From an optimization exercise on the open Yosys and OpenROAD flow, aimed at small area, a short achievable clock period and few clock cycles; shortcuts taken in it are not production practice.
No functional check of the RTL was part of this run.
No activity file was given, so power comes from the tool's default toggle rates.

<file path="flow/flow/run.sh">
#!/bin/bash
# Standard layout, with repair_timing aiming for extra setup slack so that the
# achieved period shrinks, and port buffers of an ordinary buffer cell; the
# constraints (SDC, clock period) are the design's.
set -euo pipefail
bash standard.sh "BUFFER_PORTS_ARGS=-buffer_cell sky130_fd_sc_hd__buf_4" SETUP_SLACK_MARGIN=9 finish > orfs_make.log 2>&1
</file>
<file path="flow/standard.sh">
#!/bin/bash
# synth_recipe.tcl (not shown) runs the flow's synth.tcl, then flattens the netlist and writes it again
# the make line also repeats each setting of config.mk as NAME=value (left out here)
make -C /OpenROAD-flow-scripts/flow DESIGN_CONFIG=/design/flow/config.mk WORK_HOME=/design/flow/orfs CLKGATE_MAP_FILE= SYNTH_SCRIPT=/design/flow/synth_recipe.tcl "${@:-finish}"
</file>
<file path="flow/constraint.sdc">
create_clock -name core_clock -period 14.0 [get_ports {clk}]
set_input_delay 2.8000 -clock core_clock [delete_from_list [all_inputs] [get_ports {clk}]]
set_output_delay 2.8000 -clock core_clock [all_outputs]
set_load 0.01 [all_outputs]
</file>
<file path="flow/config.mk">
export PLATFORM = sky130hd
export DESIGN_NAME = red_reduce
export DESIGN_NICKNAME = red_reduce
export VERILOG_FILES = /design/flow/design.v
export SDC_FILE = /design/flow/constraint.sdc
export NUM_CORES = 4
export LEC_CHECK = 0
export CAP_MARGIN = 20
export CORE_MARGIN = 2
export CORE_UTILIZATION = 40
export SLEW_MARGIN = 20
</file>
<file path="flow/design.v">
module red_reduce (
    input  wire        clk,
    input  wire        rst,         
    input  wire        in_valid,
    output reg         in_ready,
    input  wire        in_first,    
    input  wire        in_last,     
    input  wire [7:0]  op,
    input  wire [23:0] p0,
    input  wire [23:0] p1,
    input  wire [23:0] a,
    input  wire        a_ok,
    input  wire [23:0] b,
    input  wire        b_ok,
    output reg         out_valid,
    output wire [23:0] r0,
    output wire [23:0] r1,
    output reg         r_ok,
    output reg         nsat,
    output reg         asat
);
    localparam [2:0] K_SUM   = 3'd0;
    localparam [2:0] K_MEAN  = 3'd1;
    localparam [2:0] K_MIN   = 3'd2;
    localparam [2:0] K_MAX   = 3'd3;
    localparam [2:0] K_COUNT = 3'd4;
    localparam [2:0] K_RMS   = 3'd6;
    localparam [2:0] K_DOT   = 3'd7;
    wire take = in_valid && in_ready && !rst;
    reg  [2:0]  kind_v;
    reg  [4:0]  sh_v;
    reg  [10:0] mv_v;
    wire [2:0]  e_kind = in_first ? op[2:0] : kind_v;
    wire        e_dot  = (e_kind == K_DOT);
    wire        e_rms  = (e_kind == K_RMS);
    reg         v1, f1, l1, u1;
    reg         gm1, g11, mm1, mx1;    
    reg  [23:0] a1, b1;
    always @(posedge clk) begin
        v1 <= take;
        if (take && in_first) begin
            kind_v <= op[2:0];
            sh_v   <= p0[4:0];
            mv_v   <= (op[2:0] == K_SUM || op[2:0] == K_DOT) ? p1[10:0] : p0[10:0];
        end
        f1  <= in_first;
        l1  <= in_last;
        u1  <= a_ok && (b_ok || !e_dot);
        gm1 <= a_ok && (b_ok || !e_dot) && (e_dot || e_rms);
        g11 <= a_ok && !(e_dot || e_rms);
        mm1 <= (e_kind == K_MIN) || (e_kind == K_MAX);
        mx1 <= (e_kind == K_MAX);
        a1  <= a;
        b1  <= e_rms ? a : b;
    end
    localparam [57:0] PB_NEG = 58'h3ff555556000000;    
    reg  [311:0] bu;              
    reg  [11:0]  nb;              
    reg  [24:0]  mag;
    reg  [25:0]  pp;
    reg          bn, b_one, b_two, b_m1;
    integer      i;
    always @(*) begin
        for (i = 0; i < 12; i = i + 1) begin
            b_m1  = (i == 0) ? 1'b0 : b1[2*i-1];
            bn    = gm1 & b1[2*i+1];
            b_one = gm1 ? (b1[2*i] ^ b_m1) : (i == 0) & g11;
            b_two = gm1 & ((b1[2*i+1] & ~b1[2*i] & ~b_m1) | (~b1[2*i+1] & b1[2*i] & b_m1));
            mag   = b_one ? {a1[23], a1} : b_two ? {a1, 1'b0} : 25'd0;
            pp    = bn ? ~{mag[24], mag} : {mag[24], mag};
            bu[26*i +: 26] = {~pp[25], pp[24:0]};
            nb[i] = bn;
        end
    end
    wire dt1 = bu[16] ^ bu[40];
    wire dt2 = bu[16] & bu[40];
    wire dt3 = bu[17] ^ bu[41];
    wire dt4 = bu[17] & bu[41];
    wire dt5 = bu[18] ^ bu[42] ^ bu[66];
    wire dt6 = (bu[18] & bu[42]) | (bu[18] & bu[66]) | (bu[42] & bu[66]);
    wire dt7 = bu[90] ^ bu[114];
    wire dt8 = bu[90] & bu[114];
    wire dt9 = bu[19] ^ bu[43] ^ bu[67];
    wire dt10 = (bu[19] & bu[43]) | (bu[19] & bu[67]) | (bu[43] & bu[67]);
    wire dt11 = bu[91] ^ bu[115];
    wire dt12 = bu[91] & bu[115];
    wire dt13 = bu[20] ^ bu[44] ^ bu[68];
    wire dt14 = (bu[20] & bu[44]) | (bu[20] & bu[68]) | (bu[44] & bu[68]);
    wire dt15 = bu[92] ^ bu[116] ^ bu[140];
    wire dt16 = (bu[92] & bu[116]) | (bu[92] & bu[140]) | (bu[116] & bu[140]);
    wire dt17 = bu[164] ^ bu[188];
    wire dt18 = bu[164] & bu[188];
    wire dt19 = bu[21] ^ bu[45] ^ bu[69];
    wire dt20 = (bu[21] & bu[45]) | (bu[21] & bu[69]) | (bu[45] & bu[69]);
    wire dt21 = bu[93] ^ bu[117] ^ bu[141];
    wire dt22 = (bu[93] & bu[117]) | (bu[93] & bu[141]) | (bu[117] & bu[141]);
    wire dt23 = bu[165] ^ bu[189];
    wire dt24 = bu[165] & bu[189];
    wire dt25 = bu[22] ^ bu[46] ^ bu[70];
    wire dt26 = (bu[22] & bu[46]) | (bu[22] & bu[70]) | (bu[46] & bu[70]);
    wire dt27 = bu[94] ^ bu[118] ^ bu[142];
    wire dt28 = (bu[94] & bu[118]) | (bu[94] & bu[142]) | (bu[118] & bu[142]);
    wire dt29 = bu[166] ^ bu[190] ^ bu[214];
    wire dt30 = (bu[166] & bu[190]) | (bu[166] & bu[214]) | (bu[190] & bu[214]);
    wire dt31 = bu[238] ^ bu[262];
    wire dt32 = bu[238] & bu[262];
    wire dt33 = bu[23] ^ bu[47] ^ bu[71];
    wire dt34 = (bu[23] & bu[47]) | (bu[23] & bu[71]) | (bu[47] & bu[71]);
    wire dt35 = bu[95] ^ bu[119] ^ bu[143];
    wire dt36 = (bu[95] & bu[119]) | (bu[95] & bu[143]) | (bu[119] & bu[143]);
    wire dt37 = bu[167] ^ bu[191] ^ bu[215];
    wire dt38 = (bu[167] & bu[191]) | (bu[167] & bu[215]) | (bu[191] & bu[215]);
    wire dt39 = bu[239] ^ bu[263];
    wire dt40 = bu[239] & bu[263];
    wire dt41 = bu[24] ^ bu[48] ^ bu[72];
    wire dt42 = (bu[24] & bu[48]) | (bu[24] & bu[72]) | (bu[48] & bu[72]);
    wire dt43 = bu[96] ^ bu[120] ^ bu[144];
    wire dt44 = (bu[96] & bu[120]) | (bu[96] & bu[144]) | (bu[120] & bu[144]);
    wire dt45 = bu[168] ^ bu[192] ^ bu[216];
    wire dt46 = (bu[168] & bu[192]) | (bu[168] & bu[216]) | (bu[192] & bu[216]);
    wire dt47 = bu[240] ^ bu[264];
    wire dt48 = bu[240] & bu[264];
    wire dt49 = bu[25] ^ bu[49] ^ bu[73];
    wire dt50 = (bu[25] & bu[49]) | (bu[25] & bu[73]) | (bu[49] & bu[73]);
    wire dt51 = bu[97] ^ bu[121] ^ bu[145];
    wire dt52 = (bu[97] & bu[121]) | (bu[97] & bu[145]) | (bu[121] & bu[145]);
    wire dt53 = bu[169] ^ bu[193] ^ bu[217];
    wire dt54 = (bu[169] & bu[193]) | (bu[169] & bu[217]) | (bu[193] & bu[217]);
    wire dt55 = bu[241] ^ bu[265];
    wire dt56 = bu[241] & bu[265];
    wire dt57 = bu[50] ^ bu[74] ^ bu[98];
    wire dt58 = (bu[50] & bu[74]) | (bu[50] & bu[98]) | (bu[74] & bu[98]);
    wire dt59 = bu[122] ^ bu[146] ^ bu[170];
    wire dt60 = (bu[122] & bu[146]) | (bu[122] & bu[170]) | (bu[146] & bu[170]);
    wire dt61 = bu[194] ^ bu[218] ^ bu[242];
    wire dt62 = (bu[194] & bu[218]) | (bu[194] & bu[242]) | (bu[218] & bu[242]);
    wire dt63 = bu[51] ^ bu[75] ^ bu[99];
    wire dt64 = (bu[51] & bu[75]) | (bu[51] & bu[99]) | (bu[75] & bu[99]);
    wire dt65 = bu[123] ^ bu[147] ^ bu[171];
    wire dt66 = (bu[123] & bu[147]) | (bu[123] & bu[171]) | (bu[147] & bu[171]);
    wire dt67 = bu[195] ^ bu[219];
    wire dt68 = bu[195] & bu[219];
    wire dt69 = bu[76] ^ bu[100] ^ bu[124];
    wire dt70 = (bu[76] & bu[100]) | (bu[76] & bu[124]) | (bu[100] & bu[124]);
    wire dt71 = bu[148] ^ bu[172] ^ bu[196];
    wire dt72 = (bu[148] & bu[172]) | (bu[148] & bu[196]) | (bu[172] & bu[196]);
    wire dt73 = bu[77] ^ bu[101] ^ bu[125];
    wire dt74 = (bu[77] & bu[101]) | (bu[77] & bu[125]) | (bu[101] & bu[125]);
    wire dt75 = bu[149] ^ bu[173];
    wire dt76 = bu[149] & bu[173];
    wire dt77 = bu[102] ^ bu[126] ^ bu[150];
    wire dt78 = (bu[102] & bu[126]) | (bu[102] & bu[150]) | (bu[126] & bu[150]);
    wire dt79 = bu[103] ^ bu[127];
    wire dt80 = bu[103] & bu[127];
    wire dt81 = bu[10] ^ bu[34];
    wire dt82 = bu[10] & bu[34];
    wire dt83 = bu[11] ^ bu[35];
    wire dt84 = bu[11] & bu[35];
    wire dt85 = bu[12] ^ bu[36] ^ bu[60];
    wire dt86 = (bu[12] & bu[36]) | (bu[12] & bu[60]) | (bu[36] & bu[60]);
    wire dt87 = bu[84] ^ bu[108];
    wire dt88 = bu[84] & bu[108];
    wire dt89 = bu[13] ^ bu[37] ^ bu[61];
    wire dt90 = (bu[13] & bu[37]) | (bu[13] & bu[61]) | (bu[37] & bu[61]);
    wire dt91 = bu[85] ^ bu[109];
    wire dt92 = bu[85] & bu[109];
    wire dt93 = bu[14] ^ bu[38] ^ bu[62];
    wire dt94 = (bu[14] & bu[38]) | (bu[14] & bu[62]) | (bu[38] & bu[62]);
    wire dt95 = bu[86] ^ bu[110] ^ bu[134];
    wire dt96 = (bu[86] & bu[110]) | (bu[86] & bu[134]) | (bu[110] & bu[134]);
    wire dt97 = bu[158] ^ bu[182];
    wire dt98 = bu[158] & bu[182];
    wire dt99 = bu[15] ^ bu[39] ^ bu[63];
    wire dt100 = (bu[15] & bu[39]) | (bu[15] & bu[63]) | (bu[39] & bu[63]);
    wire dt101 = bu[87] ^ bu[111] ^ bu[135];
    wire dt102 = (bu[87] & bu[111]) | (bu[87] & bu[135]) | (bu[111] & bu[135]);
    wire dt103 = bu[159] ^ bu[183];
    wire dt104 = bu[159] & bu[183];
    wire dt105 = bu[64] ^ bu[88] ^ bu[112];
    wire dt106 = (bu[64] & bu[88]) | (bu[64] & bu[112]) | (bu[88] & bu[112]);
    wire dt107 = bu[136] ^ bu[160] ^ bu[184];
    wire dt108 = (bu[136] & bu[160]) | (bu[136] & bu[184]) | (bu[160] & bu[184]);
    wire dt109 = bu[208] ^ nb[8] ^ dt1;
    wire dt110 = (bu[208] & nb[8]) | (bu[208] & dt1) | (nb[8] & dt1);
    wire dt111 = bu[65] ^ bu[89] ^ bu[113];
    wire dt112 = (bu[65] & bu[89]) | (bu[65] & bu[113]) | (bu[89] & bu[113]);
    wire dt113 = bu[137] ^ bu[161] ^ bu[185];
    wire dt114 = (bu[137] & bu[161]) | (bu[137] & bu[185]) | (bu[161] & bu[185]);
    wire dt115 = bu[209] ^ dt3 ^ dt2;
    wire dt116 = (bu[209] & dt3) | (bu[209] & dt2) | (dt3 & dt2);
    wire dt117 = bu[138] ^ bu[162] ^ bu[186];
    wire dt118 = (bu[138] & bu[162]) | (bu[138] & bu[186]) | (bu[162] & bu[186]);
    wire dt119 = bu[210] ^ bu[234] ^ nb[9];
    wire dt120 = (bu[210] & bu[234]) | (bu[210] & nb[9]) | (bu[234] & nb[9]);
    wire dt121 = dt5 ^ dt7 ^ dt4;
    wire dt122 = (dt5 & dt7) | (dt5 & dt4) | (dt7 & dt4);
    wire dt123 = bu[139] ^ bu[163] ^ bu[187];
    wire dt124 = (bu[139] & bu[163]) | (bu[139] & bu[187]) | (bu[163] & bu[187]);
    wire dt125 = bu[211] ^ bu[235] ^ dt9;
    wire dt126 = (bu[211] & bu[235]) | (bu[211] & dt9) | (bu[235] & dt9);
    wire dt127 = dt11 ^ dt6 ^ dt8;
    wire dt128 = (dt11 & dt6) | (dt11 & dt8) | (dt6 & dt8);
    wire dt129 = bu[212] ^ bu[236] ^ bu[260];
    wire dt130 = (bu[212] & bu[236]) | (bu[212] & bu[260]) | (bu[236] & bu[260]);
    wire dt131 = nb[10] ^ dt13 ^ dt15;
    wire dt132 = (nb[10] & dt13) | (nb[10] & dt15) | (dt13 & dt15);
    wire dt133 = dt17 ^ dt10 ^ dt12;
    wire dt134 = (dt17 & dt10) | (dt17 & dt12) | (dt10 & dt12);
    wire dt135 = bu[213] ^ bu[237] ^ bu[261];
    wire dt136 = (bu[213] & bu[237]) | (bu[213] & bu[261]) | (bu[237] & bu[261]);
    wire dt137 = dt19 ^ dt21 ^ dt23;
    wire dt138 = (dt19 & dt21) | (dt19 & dt23) | (dt21 & dt23);
    wire dt139 = dt14 ^ dt16 ^ dt18;
    wire dt140 = (dt14 & dt16) | (dt14 & dt18) | (dt16 & dt18);
    wire dt141 = bu[286] ^ nb[11] ^ dt25;
    wire dt142 = (bu[286] & nb[11]) | (bu[286] & dt25) | (nb[11] & dt25);
    wire dt143 = dt27 ^ dt29 ^ dt31;
    wire dt144 = (dt27 & dt29) | (dt27 & dt31) | (dt29 & dt31);
    wire dt145 = dt20 ^ dt22 ^ dt24;
    wire dt146 = (dt20 & dt22) | (dt20 & dt24) | (dt22 & dt24);
    wire dt147 = bu[287] ^ dt33 ^ dt35;
    wire dt148 = (bu[287] & dt33) | (bu[287] & dt35) | (dt33 & dt35);
    wire dt149 = dt37 ^ dt39 ^ dt26;
    wire dt150 = (dt37 & dt39) | (dt37 & dt26) | (dt39 & dt26);
    wire dt151 = dt28 ^ dt30 ^ dt32;
    wire dt152 = (dt28 & dt30) | (dt28 & dt32) | (dt30 & dt32);
    wire dt153 = bu[288] ^ dt41 ^ dt43;
    wire dt154 = (bu[288] & dt41) | (bu[288] & dt43) | (dt41 & dt43);
    wire dt155 = dt45 ^ dt47 ^ dt34;
    wire dt156 = (dt45 & dt47) | (dt45 & dt34) | (dt47 & dt34);
    wire dt157 = dt36 ^ dt38 ^ dt40;
    wire dt158 = (dt36 & dt38) | (dt36 & dt40) | (dt38 & dt40);
    wire dt159 = bu[289] ^ dt49 ^ dt51;
    wire dt160 = (bu[289] & dt49) | (bu[289] & dt51) | (dt49 & dt51);
    wire dt161 = dt53 ^ dt55 ^ dt42;
    wire dt162 = (dt53 & dt55) | (dt53 & dt42) | (dt55 & dt42);
    wire dt163 = dt44 ^ dt46 ^ dt48;
    wire dt164 = (dt44 & dt46) | (dt44 & dt48) | (dt46 & dt48);
    wire dt165 = bu[266] ^ bu[290] ^ dt57;
    wire dt166 = (bu[266] & bu[290]) | (bu[266] & dt57) | (bu[290] & dt57);
    wire dt167 = dt59 ^ dt61 ^ dt50;
    wire dt168 = (dt59 & dt61) | (dt59 & dt50) | (dt61 & dt50);
    wire dt169 = dt52 ^ dt54 ^ dt56;
    wire dt170 = (dt52 & dt54) | (dt52 & dt56) | (dt54 & dt56);
    wire dt171 = bu[243] ^ bu[267] ^ bu[291];
    wire dt172 = (bu[243] & bu[267]) | (bu[243] & bu[291]) | (bu[267] & bu[291]);
    wire dt173 = dt63 ^ dt65 ^ dt67;
    wire dt174 = (dt63 & dt65) | (dt63 & dt67) | (dt65 & dt67);
    wire dt175 = dt58 ^ dt60 ^ dt62;
    wire dt176 = (dt58 & dt60) | (dt58 & dt62) | (dt60 & dt62);
    wire dt177 = bu[220] ^ bu[244] ^ bu[268];
    wire dt178 = (bu[220] & bu[244]) | (bu[220] & bu[268]) | (bu[244] & bu[268]);
    wire dt179 = bu[292] ^ dt69 ^ dt71;
    wire dt180 = (bu[292] & dt69) | (bu[292] & dt71) | (dt69 & dt71);
    wire dt181 = dt64 ^ dt66 ^ dt68;
    wire dt182 = (dt64 & dt66) | (dt64 & dt68) | (dt66 & dt68);
    wire dt183 = bu[197] ^ bu[221] ^ bu[245];
    wire dt184 = (bu[197] & bu[221]) | (bu[197] & bu[245]) | (bu[221] & bu[245]);
    wire dt185 = bu[269] ^ bu[293] ^ dt73;
    wire dt186 = (bu[269] & bu[293]) | (bu[269] & dt73) | (bu[293] & dt73);
    wire dt187 = dt75 ^ dt70 ^ dt72;
    wire dt188 = (dt75 & dt70) | (dt75 & dt72) | (dt70 & dt72);
    wire dt189 = bu[174] ^ bu[198] ^ bu[222];
    wire dt190 = (bu[174] & bu[198]) | (bu[174] & bu[222]) | (bu[198] & bu[222]);
    wire dt191 = bu[246] ^ bu[270] ^ bu[294];
    wire dt192 = (bu[246] & bu[270]) | (bu[246] & bu[294]) | (bu[270] & bu[294]);
    wire dt193 = dt77 ^ dt74 ^ dt76;
    wire dt194 = (dt77 & dt74) | (dt77 & dt76) | (dt74 & dt76);
    wire dt195 = bu[151] ^ bu[175] ^ bu[199];
    wire dt196 = (bu[151] & bu[175]) | (bu[151] & bu[199]) | (bu[175] & bu[199]);
    wire dt197 = bu[223] ^ bu[247] ^ bu[271];
    wire dt198 = (bu[223] & bu[247]) | (bu[223] & bu[271]) | (bu[247] & bu[271]);
    wire dt199 = bu[295] ^ dt79 ^ dt78;
    wire dt200 = (bu[295] & dt79) | (bu[295] & dt78) | (dt79 & dt78);
    wire dt201 = bu[128] ^ bu[152] ^ bu[176];
    wire dt202 = (bu[128] & bu[152]) | (bu[128] & bu[176]) | (bu[152] & bu[176]);
    wire dt203 = bu[200] ^ bu[224] ^ bu[248];
    wire dt204 = (bu[200] & bu[224]) | (bu[200] & bu[248]) | (bu[224] & bu[248]);
    wire dt205 = bu[272] ^ bu[296] ^ dt80;
    wire dt206 = (bu[272] & bu[296]) | (bu[272] & dt80) | (bu[296] & dt80);
    wire dt207 = bu[129] ^ bu[153] ^ bu[177];
    wire dt208 = (bu[129] & bu[153]) | (bu[129] & bu[177]) | (bu[153] & bu[177]);
    wire dt209 = bu[201] ^ bu[225] ^ bu[249];
    wire dt210 = (bu[201] & bu[225]) | (bu[201] & bu[249]) | (bu[225] & bu[249]);
    wire dt211 = bu[273] ^ bu[297];
    wire dt212 = bu[273] & bu[297];
    wire dt213 = bu[154] ^ bu[178] ^ bu[202];
    wire dt214 = (bu[154] & bu[178]) | (bu[154] & bu[202]) | (bu[178] & bu[202]);
    wire dt215 = bu[226] ^ bu[250] ^ bu[274];
    wire dt216 = (bu[226] & bu[250]) | (bu[226] & bu[274]) | (bu[250] & bu[274]);
    wire dt217 = bu[155] ^ bu[179] ^ bu[203];
    wire dt218 = (bu[155] & bu[179]) | (bu[155] & bu[203]) | (bu[179] & bu[203]);
    wire dt219 = bu[227] ^ bu[251];
    wire dt220 = bu[227] & bu[251];
    wire dt221 = bu[180] ^ bu[204] ^ bu[228];
    wire dt222 = (bu[180] & bu[204]) | (bu[180] & bu[228]) | (bu[204] & bu[228]);
    wire dt223 = bu[181] ^ bu[205];
    wire dt224 = bu[181] & bu[205];
    wire dt225 = bu[6] ^ bu[30];
    wire dt226 = bu[6] & bu[30];
    wire dt227 = bu[7] ^ bu[31];
    wire dt228 = bu[7] & bu[31];
    wire dt229 = bu[8] ^ bu[32] ^ bu[56];
    wire dt230 = (bu[8] & bu[32]) | (bu[8] & bu[56]) | (bu[32] & bu[56]);
    wire dt231 = bu[80] ^ bu[104];
    wire dt232 = bu[80] & bu[104];
    wire dt233 = bu[9] ^ bu[33] ^ bu[57];
    wire dt234 = (bu[9] & bu[33]) | (bu[9] & bu[57]) | (bu[33] & bu[57]);
    wire dt235 = bu[81] ^ bu[105];
    wire dt236 = bu[81] & bu[105];
    wire dt237 = bu[58] ^ bu[82] ^ bu[106];
    wire dt238 = (bu[58] & bu[82]) | (bu[58] & bu[106]) | (bu[82] & bu[106]);
    wire dt239 = bu[130] ^ nb[5] ^ dt81;
    wire dt240 = (bu[130] & nb[5]) | (bu[130] & dt81) | (nb[5] & dt81);
    wire dt241 = bu[59] ^ bu[83] ^ bu[107];
    wire dt242 = (bu[59] & bu[83]) | (bu[59] & bu[107]) | (bu[83] & bu[107]);
    wire dt243 = bu[131] ^ dt83 ^ dt82;
    wire dt244 = (bu[131] & dt83) | (bu[131] & dt82) | (dt83 & dt82);
    wire dt245 = bu[132] ^ bu[156] ^ nb[6];
    wire dt246 = (bu[132] & bu[156]) | (bu[132] & nb[6]) | (bu[156] & nb[6]);
    wire dt247 = dt85 ^ dt87 ^ dt84;
    wire dt248 = (dt85 & dt87) | (dt85 & dt84) | (dt87 & dt84);
    wire dt249 = bu[133] ^ bu[157] ^ dt89;
    wire dt250 = (bu[133] & bu[157]) | (bu[133] & dt89) | (bu[157] & dt89);
    wire dt251 = dt91 ^ dt86 ^ dt88;
    wire dt252 = (dt91 & dt86) | (dt91 & dt88) | (dt86 & dt88);
    wire dt253 = nb[7] ^ dt93 ^ dt95;
    wire dt254 = (nb[7] & dt93) | (nb[7] & dt95) | (dt93 & dt95);
    wire dt255 = dt97 ^ dt90 ^ dt92;
    wire dt256 = (dt97 & dt90) | (dt97 & dt92) | (dt90 & dt92);
    wire dt257 = dt99 ^ dt101 ^ dt103;
    wire dt258 = (dt99 & dt101) | (dt99 & dt103) | (dt101 & dt103);
    wire dt259 = dt94 ^ dt96 ^ dt98;
    wire dt260 = (dt94 & dt96) | (dt94 & dt98) | (dt96 & dt98);
    wire dt261 = dt105 ^ dt107 ^ dt109;
    wire dt262 = (dt105 & dt107) | (dt105 & dt109) | (dt107 & dt109);
    wire dt263 = dt100 ^ dt102 ^ dt104;
    wire dt264 = (dt100 & dt102) | (dt100 & dt104) | (dt102 & dt104);
    wire dt265 = dt111 ^ dt113 ^ dt115;
    wire dt266 = (dt111 & dt113) | (dt111 & dt115) | (dt113 & dt115);
    wire dt267 = dt106 ^ dt108 ^ dt110;
    wire dt268 = (dt106 & dt108) | (dt106 & dt110) | (dt108 & dt110);
    wire dt269 = dt117 ^ dt119 ^ dt121;
    wire dt270 = (dt117 & dt119) | (dt117 & dt121) | (dt119 & dt121);
    wire dt271 = dt112 ^ dt114 ^ dt116;
    wire dt272 = (dt112 & dt114) | (dt112 & dt116) | (dt114 & dt116);
    wire dt273 = dt123 ^ dt125 ^ dt127;
    wire dt274 = (dt123 & dt125) | (dt123 & dt127) | (dt125 & dt127);
    wire dt275 = dt118 ^ dt120 ^ dt122;
    wire dt276 = (dt118 & dt120) | (dt118 & dt122) | (dt120 & dt122);
    wire dt277 = dt129 ^ dt131 ^ dt133;
    wire dt278 = (dt129 & dt131) | (dt129 & dt133) | (dt131 & dt133);
    wire dt279 = dt124 ^ dt126 ^ dt128;
    wire dt280 = (dt124 & dt126) | (dt124 & dt128) | (dt126 & dt128);
    wire dt281 = dt135 ^ dt137 ^ dt139;
    wire dt282 = (dt135 & dt137) | (dt135 & dt139) | (dt137 & dt139);
    wire dt283 = dt130 ^ dt132 ^ dt134;
    wire dt284 = (dt130 & dt132) | (dt130 & dt134) | (dt132 & dt134);
    wire dt285 = dt141 ^ dt143 ^ dt145;
    wire dt286 = (dt141 & dt143) | (dt141 & dt145) | (dt143 & dt145);
    wire dt287 = dt136 ^ dt138 ^ dt140;
    wire dt288 = (dt136 & dt138) | (dt136 & dt140) | (dt138 & dt140);
    wire dt289 = dt147 ^ dt149 ^ dt151;
    wire dt290 = (dt147 & dt149) | (dt147 & dt151) | (dt149 & dt151);
    wire dt291 = dt142 ^ dt144 ^ dt146;
    wire dt292 = (dt142 & dt144) | (dt142 & dt146) | (dt144 & dt146);
    wire dt293 = dt153 ^ dt155 ^ dt157;
    wire dt294 = (dt153 & dt155) | (dt153 & dt157) | (dt155 & dt157);
    wire dt295 = dt148 ^ dt150 ^ dt152;
    wire dt296 = (dt148 & dt150) | (dt148 & dt152) | (dt150 & dt152);
    wire dt297 = dt159 ^ dt161 ^ dt163;
    wire dt298 = (dt159 & dt161) | (dt159 & dt163) | (dt161 & dt163);
    wire dt299 = dt154 ^ dt156 ^ dt158;
    wire dt300 = (dt154 & dt156) | (dt154 & dt158) | (dt156 & dt158);
    wire dt301 = dt165 ^ dt167 ^ dt169;
    wire dt302 = (dt165 & dt167) | (dt165 & dt169) | (dt167 & dt169);
    wire dt303 = dt160 ^ dt162 ^ dt164;
    wire dt304 = (dt160 & dt162) | (dt160 & dt164) | (dt162 & dt164);
    wire dt305 = dt171 ^ dt173 ^ dt175;
    wire dt306 = (dt171 & dt173) | (dt171 & dt175) | (dt173 & dt175);
    wire dt307 = dt166 ^ dt168 ^ dt170;
    wire dt308 = (dt166 & dt168) | (dt166 & dt170) | (dt168 & dt170);
    wire dt309 = dt177 ^ dt179 ^ dt181;
    wire dt310 = (dt177 & dt179) | (dt177 & dt181) | (dt179 & dt181);
    wire dt311 = dt172 ^ dt174 ^ dt176;
    wire dt312 = (dt172 & dt174) | (dt172 & dt176) | (dt174 & dt176);
    wire dt313 = dt183 ^ dt185 ^ dt187;
    wire dt314 = (dt183 & dt185) | (dt183 & dt187) | (dt185 & dt187);
    wire dt315 = dt178 ^ dt180 ^ dt182;
    wire dt316 = (dt178 & dt180) | (dt178 & dt182) | (dt180 & dt182);
    wire dt317 = dt189 ^ dt191 ^ dt193;
    wire dt318 = (dt189 & dt191) | (dt189 & dt193) | (dt191 & dt193);
    wire dt319 = dt184 ^ dt186 ^ dt188;
    wire dt320 = (dt184 & dt186) | (dt184 & dt188) | (dt186 & dt188);
    wire dt321 = dt195 ^ dt197 ^ dt199;
    wire dt322 = (dt195 & dt197) | (dt195 & dt199) | (dt197 & dt199);
    wire dt323 = dt190 ^ dt192 ^ dt194;
    wire dt324 = (dt190 & dt192) | (dt190 & dt194) | (dt192 & dt194);
    wire dt325 = dt201 ^ dt203 ^ dt205;
    wire dt326 = (dt201 & dt203) | (dt201 & dt205) | (dt203 & dt205);
    wire dt327 = dt196 ^ dt198 ^ dt200;
    wire dt328 = (dt196 & dt198) | (dt196 & dt200) | (dt198 & dt200);
    wire dt329 = dt207 ^ dt209 ^ dt211;
    wire dt330 = (dt207 & dt209) | (dt207 & dt211) | (dt209 & dt211);
    wire dt331 = dt202 ^ dt204 ^ dt206;
    wire dt332 = (dt202 & dt204) | (dt202 & dt206) | (dt204 & dt206);
    wire dt333 = bu[298] ^ dt213 ^ dt215;
    wire dt334 = (bu[298] & dt213) | (bu[298] & dt215) | (dt213 & dt215);
    wire dt335 = dt208 ^ dt210 ^ dt212;
    wire dt336 = (dt208 & dt210) | (dt208 & dt212) | (dt210 & dt212);
    wire dt337 = bu[275] ^ bu[299] ^ dt217;
    wire dt338 = (bu[275] & bu[299]) | (bu[275] & dt217) | (bu[299] & dt217);
    wire dt339 = dt219 ^ dt214 ^ dt216;
    wire dt340 = (dt219 & dt214) | (dt219 & dt216) | (dt214 & dt216);
    wire dt341 = bu[252] ^ bu[276] ^ bu[300];
    wire dt342 = (bu[252] & bu[276]) | (bu[252] & bu[300]) | (bu[276] & bu[300]);
    wire dt343 = dt221 ^ dt218 ^ dt220;
    wire dt344 = (dt221 & dt218) | (dt221 & dt220) | (dt218 & dt220);
    wire dt345 = bu[229] ^ bu[253] ^ bu[277];
    wire dt346 = (bu[229] & bu[253]) | (bu[229] & bu[277]) | (bu[253] & bu[277]);
    wire dt347 = bu[301] ^ dt223 ^ dt222;
    wire dt348 = (bu[301] & dt223) | (bu[301] & dt222) | (dt223 & dt222);
    wire dt349 = bu[206] ^ bu[230] ^ bu[254];
    wire dt350 = (bu[206] & bu[230]) | (bu[206] & bu[254]) | (bu[230] & bu[254]);
    wire dt351 = bu[278] ^ bu[302] ^ dt224;
    wire dt352 = (bu[278] & bu[302]) | (bu[278] & dt224) | (bu[302] & dt224);
    wire dt353 = bu[207] ^ bu[231] ^ bu[255];
    wire dt354 = (bu[207] & bu[231]) | (bu[207] & bu[255]) | (bu[231] & bu[255]);
    wire dt355 = bu[279] ^ bu[303];
    wire dt356 = bu[279] & bu[303];
    wire dt357 = bu[232] ^ bu[256] ^ bu[280];
    wire dt358 = (bu[232] & bu[256]) | (bu[232] & bu[280]) | (bu[256] & bu[280]);
    wire dt359 = bu[233] ^ bu[257];
    wire dt360 = bu[233] & bu[257];
    wire dt361 = bu[4] ^ bu[28];
    wire dt362 = bu[4] & bu[28];
    wire dt363 = bu[5] ^ bu[29];
    wire dt364 = bu[5] & bu[29];
    wire dt365 = bu[54] ^ bu[78] ^ nb[3];
    wire dt366 = (bu[54] & bu[78]) | (bu[54] & nb[3]) | (bu[78] & nb[3]);
    wire dt367 = bu[55] ^ bu[79] ^ dt227;
    wire dt368 = (bu[55] & bu[79]) | (bu[55] & dt227) | (bu[79] & dt227);
    wire dt369 = nb[4] ^ dt229 ^ dt231;
    wire dt370 = (nb[4] & dt229) | (nb[4] & dt231) | (dt229 & dt231);
    wire dt371 = dt233 ^ dt235 ^ dt230;
    wire dt372 = (dt233 & dt235) | (dt233 & dt230) | (dt235 & dt230);
    wire dt373 = dt237 ^ dt239 ^ dt234;
    wire dt374 = (dt237 & dt239) | (dt237 & dt234) | (dt239 & dt234);
    wire dt375 = dt241 ^ dt243 ^ dt238;
    wire dt376 = (dt241 & dt243) | (dt241 & dt238) | (dt243 & dt238);
    wire dt377 = dt245 ^ dt247 ^ dt242;
    wire dt378 = (dt245 & dt247) | (dt245 & dt242) | (dt247 & dt242);
    wire dt379 = dt249 ^ dt251 ^ dt246;
    wire dt380 = (dt249 & dt251) | (dt249 & dt246) | (dt251 & dt246);
    wire dt381 = dt253 ^ dt255 ^ dt250;
    wire dt382 = (dt253 & dt255) | (dt253 & dt250) | (dt255 & dt250);
    wire dt383 = dt257 ^ dt259 ^ dt254;
    wire dt384 = (dt257 & dt259) | (dt257 & dt254) | (dt259 & dt254);
    wire dt385 = dt261 ^ dt263 ^ dt258;
    wire dt386 = (dt261 & dt263) | (dt261 & dt258) | (dt263 & dt258);
    wire dt387 = dt265 ^ dt267 ^ dt262;
    wire dt388 = (dt265 & dt267) | (dt265 & dt262) | (dt267 & dt262);
    wire dt389 = dt269 ^ dt271 ^ dt266;
    wire dt390 = (dt269 & dt271) | (dt269 & dt266) | (dt271 & dt266);
    wire dt391 = dt273 ^ dt275 ^ dt270;
    wire dt392 = (dt273 & dt275) | (dt273 & dt270) | (dt275 & dt270);
    wire dt393 = dt277 ^ dt279 ^ dt274;
    wire dt394 = (dt277 & dt279) | (dt277 & dt274) | (dt279 & dt274);
    wire dt395 = dt281 ^ dt283 ^ dt278;
    wire dt396 = (dt281 & dt283) | (dt281 & dt278) | (dt283 & dt278);
    wire dt397 = dt285 ^ dt287 ^ dt282;
    wire dt398 = (dt285 & dt287) | (dt285 & dt282) | (dt287 & dt282);
    wire dt399 = dt289 ^ dt291 ^ dt286;
    wire dt400 = (dt289 & dt291) | (dt289 & dt286) | (dt291 & dt286);
    wire dt401 = dt293 ^ dt295 ^ dt290;
    wire dt402 = (dt293 & dt295) | (dt293 & dt290) | (dt295 & dt290);
    wire dt403 = dt297 ^ dt299 ^ dt294;
    wire dt404 = (dt297 & dt299) | (dt297 & dt294) | (dt299 & dt294);
    wire dt405 = dt301 ^ dt303 ^ dt298;
    wire dt406 = (dt301 & dt303) | (dt301 & dt298) | (dt303 & dt298);
    wire dt407 = dt305 ^ dt307 ^ dt302;
    wire dt408 = (dt305 & dt307) | (dt305 & dt302) | (dt307 & dt302);
    wire dt409 = dt309 ^ dt311 ^ dt306;
    wire dt410 = (dt309 & dt311) | (dt309 & dt306) | (dt311 & dt306);
    wire dt411 = dt313 ^ dt315 ^ dt310;
    wire dt412 = (dt313 & dt315) | (dt313 & dt310) | (dt315 & dt310);
    wire dt413 = dt317 ^ dt319 ^ dt314;
    wire dt414 = (dt317 & dt319) | (dt317 & dt314) | (dt319 & dt314);
    wire dt415 = dt321 ^ dt323 ^ dt318;
    wire dt416 = (dt321 & dt323) | (dt321 & dt318) | (dt323 & dt318);
    wire dt417 = dt325 ^ dt327 ^ dt322;
    wire dt418 = (dt325 & dt327) | (dt325 & dt322) | (dt327 & dt322);
    wire dt419 = dt329 ^ dt331 ^ dt326;
    wire dt420 = (dt329 & dt331) | (dt329 & dt326) | (dt331 & dt326);
    wire dt421 = dt333 ^ dt335 ^ dt330;
    wire dt422 = (dt333 & dt335) | (dt333 & dt330) | (dt335 & dt330);
    wire dt423 = dt337 ^ dt339 ^ dt334;
    wire dt424 = (dt337 & dt339) | (dt337 & dt334) | (dt339 & dt334);
    wire dt425 = dt341 ^ dt343 ^ dt338;
    wire dt426 = (dt341 & dt343) | (dt341 & dt338) | (dt343 & dt338);
    wire dt427 = dt345 ^ dt347 ^ dt342;
    wire dt428 = (dt345 & dt347) | (dt345 & dt342) | (dt347 & dt342);
    wire dt429 = dt349 ^ dt351 ^ dt346;
    wire dt430 = (dt349 & dt351) | (dt349 & dt346) | (dt351 & dt346);
    wire dt431 = dt353 ^ dt355 ^ dt350;
    wire dt432 = (dt353 & dt355) | (dt353 & dt350) | (dt355 & dt350);
    wire dt433 = bu[304] ^ dt357 ^ dt354;
    wire dt434 = (bu[304] & dt357) | (bu[304] & dt354) | (dt357 & dt354);
    wire dt435 = bu[281] ^ bu[305] ^ dt359;
    wire dt436 = (bu[281] & bu[305]) | (bu[281] & dt359) | (bu[305] & dt359);
    wire dt437 = bu[258] ^ bu[282] ^ bu[306];
    wire dt438 = (bu[258] & bu[282]) | (bu[258] & bu[306]) | (bu[282] & bu[306]);
    wire dt439 = bu[259] ^ bu[283];
    wire dt440 = bu[259] & bu[283];
    wire dt441 = bu[2] ^ bu[26];
    wire dt442 = bu[2] & bu[26];
    wire dt443 = bu[3] ^ bu[27];
    wire dt444 = bu[3] & bu[27];
    wire dt445 = bu[52] ^ nb[2] ^ dt361;
    wire dt446 = (bu[52] & nb[2]) | (bu[52] & dt361) | (nb[2] & dt361);
    wire dt447 = bu[53] ^ dt363 ^ dt362;
    wire dt448 = (bu[53] & dt363) | (bu[53] & dt362) | (dt363 & dt362);
    wire dt449 = dt225 ^ dt365 ^ dt364;
    wire dt450 = (dt225 & dt365) | (dt225 & dt364) | (dt365 & dt364);
    wire dt451 = dt226 ^ dt367 ^ dt366;
    wire dt452 = (dt226 & dt367) | (dt226 & dt366) | (dt367 & dt366);
    wire dt453 = dt228 ^ dt369 ^ dt368;
    wire dt454 = (dt228 & dt369) | (dt228 & dt368) | (dt369 & dt368);
    wire dt455 = dt232 ^ dt371 ^ dt370;
    wire dt456 = (dt232 & dt371) | (dt232 & dt370) | (dt371 & dt370);
    wire dt457 = dt236 ^ dt373 ^ dt372;
    wire dt458 = (dt236 & dt373) | (dt236 & dt372) | (dt373 & dt372);
    wire dt459 = dt240 ^ dt375 ^ dt374;
    wire dt460 = (dt240 & dt375) | (dt240 & dt374) | (dt375 & dt374);
    wire dt461 = dt244 ^ dt377 ^ dt376;
    wire dt462 = (dt244 & dt377) | (dt244 & dt376) | (dt377 & dt376);
    wire dt463 = dt248 ^ dt379 ^ dt378;
    wire dt464 = (dt248 & dt379) | (dt248 & dt378) | (dt379 & dt378);
    wire dt465 = dt252 ^ dt381 ^ dt380;
    wire dt466 = (dt252 & dt381) | (dt252 & dt380) | (dt381 & dt380);
    wire dt467 = dt256 ^ dt383 ^ dt382;
    wire dt468 = (dt256 & dt383) | (dt256 & dt382) | (dt383 & dt382);
    wire dt469 = dt260 ^ dt385 ^ dt384;
    wire dt470 = (dt260 & dt385) | (dt260 & dt384) | (dt385 & dt384);
    wire dt471 = dt264 ^ dt387 ^ dt386;
    wire dt472 = (dt264 & dt387) | (dt264 & dt386) | (dt387 & dt386);
    wire dt473 = dt268 ^ dt389 ^ dt388;
    wire dt474 = (dt268 & dt389) | (dt268 & dt388) | (dt389 & dt388);
    wire dt475 = dt272 ^ dt391 ^ dt390;
    wire dt476 = (dt272 & dt391) | (dt272 & dt390) | (dt391 & dt390);
    wire dt477 = dt276 ^ dt393 ^ dt392;
    wire dt478 = (dt276 & dt393) | (dt276 & dt392) | (dt393 & dt392);
    wire dt479 = dt280 ^ dt395 ^ dt394;
    wire dt480 = (dt280 & dt395) | (dt280 & dt394) | (dt395 & dt394);
    wire dt481 = dt284 ^ dt397 ^ dt396;
    wire dt482 = (dt284 & dt397) | (dt284 & dt396) | (dt397 & dt396);
    wire dt483 = dt288 ^ dt399 ^ dt398;
    wire dt484 = (dt288 & dt399) | (dt288 & dt398) | (dt399 & dt398);
    wire dt485 = dt292 ^ dt401 ^ dt400;
    wire dt486 = (dt292 & dt401) | (dt292 & dt400) | (dt401 & dt400);
    wire dt487 = dt296 ^ dt403 ^ dt402;
    wire dt488 = (dt296 & dt403) | (dt296 & dt402) | (dt403 & dt402);
    wire dt489 = dt300 ^ dt405 ^ dt404;
    wire dt490 = (dt300 & dt405) | (dt300 & dt404) | (dt405 & dt404);
    wire dt491 = dt304 ^ dt407 ^ dt406;
    wire dt492 = (dt304 & dt407) | (dt304 & dt406) | (dt407 & dt406);
    wire dt493 = dt308 ^ dt409 ^ dt408;
    wire dt494 = (dt308 & dt409) | (dt308 & dt408) | (dt409 & dt408);
    wire dt495 = dt312 ^ dt411 ^ dt410;
    wire dt496 = (dt312 & dt411) | (dt312 & dt410) | (dt411 & dt410);
    wire dt497 = dt316 ^ dt413 ^ dt412;
    wire dt498 = (dt316 & dt413) | (dt316 & dt412) | (dt413 & dt412);
    wire dt499 = dt320 ^ dt415 ^ dt414;
    wire dt500 = (dt320 & dt415) | (dt320 & dt414) | (dt415 & dt414);
    wire dt501 = dt324 ^ dt417 ^ dt416;
    wire dt502 = (dt324 & dt417) | (dt324 & dt416) | (dt417 & dt416);
    wire dt503 = dt328 ^ dt419 ^ dt418;
    wire dt504 = (dt328 & dt419) | (dt328 & dt418) | (dt419 & dt418);
    wire dt505 = dt332 ^ dt421 ^ dt420;
    wire dt506 = (dt332 & dt421) | (dt332 & dt420) | (dt421 & dt420);
    wire dt507 = dt336 ^ dt423 ^ dt422;
    wire dt508 = (dt336 & dt423) | (dt336 & dt422) | (dt423 & dt422);
    wire dt509 = dt340 ^ dt425 ^ dt424;
    wire dt510 = (dt340 & dt425) | (dt340 & dt424) | (dt425 & dt424);
    wire dt511 = dt344 ^ dt427 ^ dt426;
    wire dt512 = (dt344 & dt427) | (dt344 & dt426) | (dt427 & dt426);
    wire dt513 = dt348 ^ dt429 ^ dt428;
    wire dt514 = (dt348 & dt429) | (dt348 & dt428) | (dt429 & dt428);
    wire dt515 = dt352 ^ dt431 ^ dt430;
    wire dt516 = (dt352 & dt431) | (dt352 & dt430) | (dt431 & dt430);
    wire dt517 = dt356 ^ dt433 ^ dt432;
    wire dt518 = (dt356 & dt433) | (dt356 & dt432) | (dt433 & dt432);
    wire dt519 = dt358 ^ dt435 ^ dt434;
    wire dt520 = (dt358 & dt435) | (dt358 & dt434) | (dt435 & dt434);
    wire dt521 = dt360 ^ dt437 ^ dt436;
    wire dt522 = (dt360 & dt437) | (dt360 & dt436) | (dt437 & dt436);
    wire dt523 = bu[307] ^ dt439 ^ dt438;
    wire dt524 = (bu[307] & dt439) | (bu[307] & dt438) | (dt439 & dt438);
    wire dt525 = bu[284] ^ bu[308] ^ dt440;
    wire dt526 = (bu[284] & bu[308]) | (bu[284] & dt440) | (bu[308] & dt440);
    wire dt527 = bu[285] ^ bu[309];
    wire dt528 = bu[285] & bu[309];
    wire [47:0] mt_s = {bu[311], bu[310], dt527, dt525, dt523, dt521, dt519, dt517, dt515, dt513, dt511, dt509, dt507, dt505, dt503, dt501, dt499, dt497, dt495, dt493, dt491, dt489, dt487, dt485, dt483, dt481, dt479, dt477, dt475, dt473, dt471, dt469, dt467, dt465, dt463, dt461, dt459, dt457, dt455, dt453, dt451, dt449, dt447, dt445, dt443, nb[1], bu[1], bu[0]};
    wire [47:0] mt_c = {1'b0, dt528, dt526, dt524, dt522, dt520, dt518, dt516, dt514, dt512, dt510, dt508, dt506, dt504, dt502, dt500, dt498, dt496, dt494, dt492, dt490, dt488, dt486, dt484, dt482, dt480, dt478, dt476, dt474, dt472, dt470, dt468, dt466, dt464, dt462, dt460, dt458, dt456, dt454, dt452, dt450, dt448, dt446, dt444, dt442, dt441, 1'b0, nb[0]};
    reg         v2, f2, l2, u2, mm2, mx2;
    reg  [47:0] ps, pc;           
    reg  [23:0] am;               
    always @(posedge clk) begin
        v2  <= v1 && !rst;
        f2  <= f1;
        l2  <= l1;
        u2  <= u1;
        mm2 <= mm1;
        mx2 <= mx1;
        ps  <= mt_s;
        pc  <= mt_c;
        am  <= a1;
    end
    reg  signed [57:0] acc;       
    reg  [10:0] cnt;              
    reg  [9:0]  idx;              
    reg  [2:0]  ka;
    reg  [4:0]  sha;
    reg  [10:0] mva;
    reg         full;             
    wire [10:0] cnt_base = f2 ? 11'd0 : cnt;
    wire [9:0]  idx_base = f2 ? 10'd0 : idx;
    wire [57:0] acc_base = f2 ? 58'd0 : acc;
    wire signed [23:0] pa   = am;
    wire signed [23:0] best = acc[23:0];
    wire        better = mx2 ? (pa > best) : (pa < best);
    wire [57:0] acc_sum = acc_base + {10'd0, ps} + {10'd0, pc} + PB_NEG;
    always @(posedge clk) begin
        if (v2) begin
            idx <= idx_base + 10'd1;
            cnt <= cnt_base + {10'd0, u2};
            if (f2) begin
                ka  <= kind_v;
                sha <= sh_v;
                mva <= mv_v;
            end
            if (mm2) begin
                if (u2 && (cnt_base == 11'd0 || better))
                    acc <= {24'd0, idx_base, pa};
            end else begin
                acc <= acc_sum;
            end
        end
    end
    localparam [2:0] P_IDLE = 3'd0;
    localparam [2:0] P_SHR  = 3'd1;    
    localparam [2:0] P_DIV  = 3'd2;
    localparam [2:0] P_RND  = 3'd3;    
    localparam [2:0] P_SQL  = 3'd4;    
    localparam [2:0] P_ROOT = 3'd5;
    localparam [2:0] P_NRW  = 3'd6;    
    localparam [2:0] P_OUT  = 3'd7;
    reg  [2:0]  ph;
    reg  [2:0]  fk;               
    reg  [47:0] W;                
    reg  [9:0]  R;                
    reg  [10:0] C;                
    reg  [25:0] X;                
    reg  [23:0] Y;                
    reg  [4:0]  fi;               
    reg         sq_en;            
    reg         neg;              
    reg  [6:0]  frem;             
    reg  [1:0]  pend;             
    assign r0 = W[23:0];
    assign r1 = {14'd0, W[33:24]};
    wire cap = full && (frem <= 7'd1);
    wire        minv_met = cnt >= ((mva == 11'd0) ? 11'd1 : mva);
    wire        acc_ovf  = !((&acc[57:47]) || !(|acc[57:47]));
    wire [47:0] acc_sat  = acc_ovf ? (acc[57] ? 48'h8000_0000_0000 : 48'h7FFF_FFFF_FFFF) : acc[47:0];
    wire [33:0] acc_abs  = acc[57] ? (34'd0 - acc[33:0]) : acc[33:0];
    wire [4:0]  nshift   = {2'd0, sha[4:2]} + {3'd0, sha[1:0]};    
    reg  [6:0]  F_cyc;
    always @(*) begin
        F_cyc = 7'd1;
        if (minv_met || ka == K_COUNT)
            case (ka)
                K_SUM, K_DOT: F_cyc = {2'd0, nshift} + 7'd2;
                K_MEAN:       F_cyc = 7'd14;
                K_RMS:        F_cyc = 7'd27;
                default:      F_cyc = 7'd1;
            endcase
    end
    reg  [9:0]  dv_r;
    reg  [47:0] dv_w;
    reg  [10:0] dv_t;
    reg  [11:0] dv_d;
    integer     j;
    always @(*) begin
        dv_r = R;
        dv_w = W;
        for (j = 0; j < 2; j = j + 1) begin
            dv_t = {dv_r, dv_w[47]};
            dv_d = {1'b0, dv_t} - {1'b0, C};
            dv_w = {dv_w[46:0], !dv_d[11]};
            dv_r = dv_d[11] ? dv_t[9:0] : dv_d[9:0];
        end
    end
    wire [11:0] rnd_d  = {1'b0, R, 1'b0} - {1'b0, C} - {11'd0, !W[0]};
    wire        div_up = !rnd_d[11];
    wire [27:0] sq_t = {X, W[1:0]};
    wire [28:0] sq_d = {1'b0, sq_t} - {3'd0, Y, 2'b01};
    wire [25:0] sq_r = sq_d[28] ? sq_t[25:0] : sq_d[25:0];
    wire [23:0] sq_y = {Y[22:0], !sq_d[28]};
    wire [26:0] rt_d  = {1'b0, X} - {3'd0, Y} - {26'd0, !neg};
    wire        rt_up = !rt_d[26];
    wire        sh4    = X[4:2] != 3'd0;
    wire [47:0] shr_w  = sh4 ? {{4{W[47]}}, W[47:4]} : {W[47], W[47:1]};
    wire        shr_g  = sh4 ? W[3] : W[0];
    wire        shr_s  = X[6] | X[5] | (sh4 ? (|W[2:0]) : 1'b0);
    wire [4:0]  shr_c  = X[4:0] - (sh4 ? 5'd4 : 5'd1);
    wire        n_rnd  = X[5] && (X[6] || W[0]);
    wire        q_in   = (&W[47:23]) || !(|W[47:23]);
    wire        n_hi   = !W[47] && (!q_in || (n_rnd && (&W[22:0])));
    wire        n_lo   = W[47] && !q_in && !(n_rnd && (&W[47:24]) && !W[23] && (&W[22:0]));
    reg  [23:0] inc_a;
    reg         inc_b;
    always @(*) begin
        case (ph)
            P_RND:   begin
                inc_a = neg ? ~W[23:0] : W[23:0];
                inc_b = neg ? !div_up : div_up;
            end
            P_ROOT:  begin inc_a = Y;        inc_b = rt_up; end
            default: begin inc_a = W[23:0];  inc_b = n_rnd; end
        endcase
    end
    wire [24:0] inc = {1'b0, inc_a} + {24'd0, inc_b};
    wire [1:0] pend_n = pend + {1'b0, take && in_last} - {1'b0, cap};
    reg  [6:0] frem_n;
    always @(*) begin
        if (cap)              frem_n = F_cyc;
        else if (frem != 0)   frem_n = frem - 7'd1;
        else                  frem_n = 7'd0;
    end
    always @(posedge clk) begin
        if (rst) begin
            full      <= 1'b0;
            pend      <= 2'd0;
            frem      <= 7'd0;
            ph        <= P_IDLE;
            out_valid <= 1'b0;
            in_ready  <= 1'b1;
        end else begin
            pend      <= pend_n;
            frem      <= frem_n;
            in_ready  <= !((pend_n >= 2'd2) || (pend_n == 2'd1 && frem_n > 7'd3) ||
                           (take && in_first && in_last));
            out_valid <= (frem_n == 7'd1);
            if (v2 && l2)
                full <= 1'b1;
            else if (cap)
                full <= 1'b0;
            if (cap)
                ph <= (ka == K_COUNT || !minv_met) ? P_OUT :
                      (ka == K_SUM || ka == K_DOT) ? ((sha == 5'd0) ? P_NRW : P_SHR) :
                      (ka == K_MEAN || ka == K_RMS) ? P_DIV : P_OUT;
            else
                case (ph)
                    P_SHR:  if (shr_c == 5'd0) ph <= P_NRW;
                    P_DIV:  if (fi == 5'd0) ph <= (fk == K_MEAN) ? P_RND : P_SQL;
                    P_SQL:  ph <= P_ROOT;
                    P_NRW, P_RND, P_ROOT: ph <= P_OUT;
                    default: ;
                endcase
        end
    end
    always @(posedge clk) begin
        if (cap) begin
            fk    <= ka;
            sq_en <= 1'b0;
            r_ok  <= 1'b0;
            nsat  <= 1'b0;
            asat  <= 1'b0;
            W     <= 48'd0;
            if (ka == K_COUNT) begin
                W    <= {37'd0, cnt};
                r_ok <= 1'b1;
            end else if (minv_met) begin
                case (ka)
                    K_MIN, K_MAX: begin
                        W    <= {14'd0, acc[33:0]};
                        r_ok <= 1'b1;
                    end
                    K_SUM, K_DOT: begin
                        W    <= acc_sat;
                        asat <= acc_ovf;
                        X    <= {19'd0, 2'b00, sha};
                    end
                    K_MEAN: begin
                        neg  <= acc[57];
                        W    <= {acc_abs[23:0], 24'd0};
                        R    <= acc_abs[33:24];
                        C    <= cnt;
                        fi   <= 5'd11;
                    end
                    default: begin    
                        W    <= acc[47:0];
                        R    <= acc[57:48];
                        C    <= cnt;
                        X    <= 26'd0;
                        Y    <= 24'd0;
                        fi   <= 5'd23;
                    end
                endcase
            end
        end else begin
            case (ph)
                P_SHR: begin
                    W <= shr_w;
                    X <= {19'd0, shr_s, shr_g, shr_c};
                end
                P_NRW: begin
                    r_ok <= 1'b1;
                    nsat <= n_hi || n_lo;
                    W    <= {24'd0, n_hi ? 24'h7FFFFF : n_lo ? 24'h800000 : inc[23:0]};
                end
                P_DIV: begin
                    W     <= dv_w;
                    R     <= dv_r;
                    fi    <= fi - 5'd1;
                    sq_en <= 1'b1;
                    if (sq_en) begin
                        X <= sq_r;
                        Y <= sq_y;
                    end
                end
                P_SQL: begin
                    X   <= sq_r;
                    Y   <= sq_y;
                    neg <= div_up;
                end
                P_RND: begin
                    r_ok <= 1'b1;
                    W    <= {24'd0, inc[23:0]};
                end
                P_ROOT: begin
                    r_ok <= 1'b1;
                    if (inc[24] || inc[23]) begin
                        W    <= {24'd0, 24'h7FFFFF};
                        nsat <= 1'b1;
                    end else begin
                        W    <= {24'd0, inc[23:0]};
                    end
                end
                default: ;
            endcase
        end
    end
endmodule
</file>
==> metrics.md <==
| Metric | Value |
|---|---|
| ANT cells | 0 |
| Crit-path cells | ha_4, inv_2, ha_1, a21o_1, a21o_1, a21oi_2, o21ai_1, o41a_1, xnor2_2, xnor2_1, a211o_1, ha_2, inv_2, a221o_1, nor4_4, nand3_4, nor3_4, mux2_4, a211o_4, a221oi_2, o21ai_2 |
| Minimum clock period | 5.07 ns |
| Worst-Margin Slew | 1.08 ns |
| Peak VDD IR | 0.120 mV |
| Status | finished clean |
| Largest area contributor in the netlist | edfxtp_1 |
| Slowest CP cell | edfxtp_1 |
| Final core occ | 44.2% |
| Seq pwr share | 25.5% |
| Commonest non-fill, non-tap cell in the layout | nand2_1 |
| Synth top area share | 17.0% |
| Cell-internal power | 4.82 mW |
| Sw Share | 44.3% |
| Total Power | 8.66 mW |
| Vias in the first global route | 36400 |
| First-pass DRT Iterations | 6 |
| Final setup TNS | 0 ns |
| Drt total wl | 135 mm |
| Largest delay share family, worst path | compound AO/OA/AOI/OAI gates |
| Starting Density | 40.2% |
| EDFF count, synth | 247 |
| Synth Instances | 5289 |
| Slew HR | 28.3% |
| Post-synthesis sequential area ratio | 26.1% |
| Bufs and invs on worst path | 2 |
| Critical Path AT | 5.43 ns |
| Core area | 0.109 sq mm |
| Combinational Power Share | 57.2% |
| Setup violators final | 0 |
| Commonest non-fill, non-tap cells in the layout | 748 x nand2_1, 511 x inv_1, 491 x a21oi_1 |
| Routed via count | 37100 |
| M2 GR Usage | 38.7% |
| Die H | 334 microns |
| Critical Path Max Stage Delay | 0.45 ns |
| Routability cong. | 0.931 |
| Mapped Area | 0.0436 sq mm |
| Synth top area cells | edfxtp_1 17%, fa_1 13%, dfxtp_1 9.0% |
| Vias per Instance | 5.57 |
| DPL Wire Length | 97.0 mm |
| GR Util All Layers | 23.8% |
| Worst skew pair latency | 0.68 ns |
| WS Path Type | reg2reg |
| Remaining global-route overflow | 0 |
| CP Launch Type | flop |
| Asr flop ratio synth | 0% |
| GR Util met3 | 3.51% |
| Number of I/O pins | 164 |
| Largest net degree at the start of global routing | 79 |
| Worst hold path type | reg2reg |
| Die width | 334 microns |
| Pwr/cell area | 180 mW/mm^2 |
| M1 GR Usage | 31.8% |
| Depth of the CTS H-tree | 2 |
| Share of layout cells above drive strength 1 | 9.67% |
| Top_reg_cell synth | edfxtp_1 |
| Clk pwr share | 17.3% |
| Placed Area | 0.0454 sq mm |
| P_leak | 20.0 nW |
| DRC | 0 |
| Hold Fails Final Rpt | 0 |
| Slew Limit Fails | 0 |
| Area Growth Syn to Fin | 10.0% |
| CTS root buf | clkbuf_16 |
| WP data required | 14.35 ns |
| Max Clk Rate | 0.197 GHz |
| Cell area after layout | 0.0480 sq mm |
| Max cap viols | 0 |
| Post-CTS Hold Fix Bufs | 0 |
| Longest Clk Path Bufs | 3 |
| DRT iter0 DRCs | 3577 |
| Routed Antenna Nets | 0 |
| Synth Warn # | 1 |
| CTS tree | yes |
| Switching component of the power | 3.83 mW |
| Final period util | 36.2% |
| CTS Buf Count | 54 |
| Crit-path max FO | 6 |
| # nets final | 5910 |
| Seq cells post-synth | 444 |
| WL per Instance | 20.3 microns |
| Critical path endpoint category | flop |
| Syn Area/Cell | 8.24 sq um |
| Skew final | 0.0667 ns |
| Final hold slack | 0.324 ns |
| RSZ-0062 raised after global routing | true |
| Initial antenna violation count | 0 |
| GR peak layer | met2 |
| Die area | 0.112 sq mm |
| CTS clk-pin slew, worst paths | 0.06 ns |
| Cell variety after synth | 86 |
| Port-buffer cells | 118 |
| # rows | 121 |
| Clk sinks | 444 |
| First-pass GRT wire length | 210 mm |
## cell type report
class                           instances  area [sq um]
Inverter                              525          1980
Timing Repair Buffer                  249          1950
Multi-Input combinational cell       3937         29000
Tap cell                             1414          1770
Clock buffer                           64          1450
Timing Repair inverter                  1          5.00
Sequential cell                       444         11400
Clock inverter                         35           455
Fill cell                           10600         60600
## cells by family (layout without fill, tap and decap cells)
group / count (synthesis) / count (layout) / share of synthesized area [%]
other cells: 1 / 14 / 0.00860
compound gates: 1321 / 1322 / 18.4
flops: 444 / 444 / 26.1
fa+ha+maj: 618 / 618 / 22.3
simple gates: 1533 / 1533 / 15.4
buf+inv: 922 / 874 / 8.45
mux: 68 / 68 / 1.72
xor+xnor: 382 / 382 / 7.67
## final timing paths
kind	startpoint	to	slack, ns	cells after the start
max reg2reg	R[2]	W[22]	8.93	21
min	f1	f2	0.32	0
max	R[2]	W[22]	8.93	21
min reg2reg	f1	f2	0.32	0
## flip-flops by register name, indices dropped and copies added (netlist names), 11 cells and up
signal  cells
mv_v       11
a1         24
ps         48
W          48
pc         46
C          11
cnt        11
acc        58
b1         24
am         24
X          26
Y          24
mva        11
## power groups by stage
stage / registers (mW) / clock network (mW) / logic, mW
floorplan: 2.09 / 0 / 3.68
global placement: 2.23 / 0 / 4.67
detailed placement: 2.23 / 0 / 4.73
CTS: 2.21 / 1.53 / 4.85
global route: 2.25 / 1.58 / 5.58
finish: 2.21 / 1.50 / 4.95
## stage by stage
| step | worst slack [ns] | cells |
|---|---|---|
| after CTS | 8.91 | 6652 |
| after global placement | 7.90 | 6529 |
| after global routing | 8.67 | 6669 |
| after detailed placement | 7.84 | 6529 |
| after floorplan | 9.02 | 5302 |
| final | 8.93 | 6669 |
## per-layer routing
layer  vias to the layer above  wire [microns]
li1                      17700               -
met1                     17700           57700
met2                      1486           61500
met3                       239           10700
met4                         0            5280
met5                         -               0
## cells in the mapped netlist, types with 77 or more instances
cell type  number
ha_1          314
nand3_1        77
o21ai_0       313
a21oi_1       496
edfxtp_1      247
nor2b_1        93
a22oi_1       105
xor2_1        134
xnor2_1       248
clkbuf_1      295
fa_1          273
dfxtp_1       197
nand2_1       755
nor2_1        360
inv_1         520
## what timing repair did
item | 4_1_cts | 5_1_grt
cloned | 2 | 2
pin swaps | 25 | 26
buffers inserted | 22 | 15
gates resized for setup | 52 | 39
setup endpoints to repair | 111 | 66

-- what the ideal ports hide --
Ports are ideal in the flow. The routed layout listed here was re-timed in OpenROAD. Step 1 assumes that a clkbuf_16 drives the clock port and a buf_2 every other input. Step 2 adds t to the input delays and takes it off the output delays; t is the mean of the earliest and latest rising clock arrival at the registers after step 1. Input paths then give back, and output paths get back, about the clock's delay inside the block. Three values: ideal ports, drivers, drivers and shift; two values: the first two.
shift t [ns]: 0.720
slack for setup (ns): 8.929 / 8.929 / 8.929
worst data-port slew with drivers (ns): 0.17
After both steps setup and hold are still met in this run. For this run, drivers alone change the setup slack by 0.000 ns; drivers and shift together by 0.000 ns.
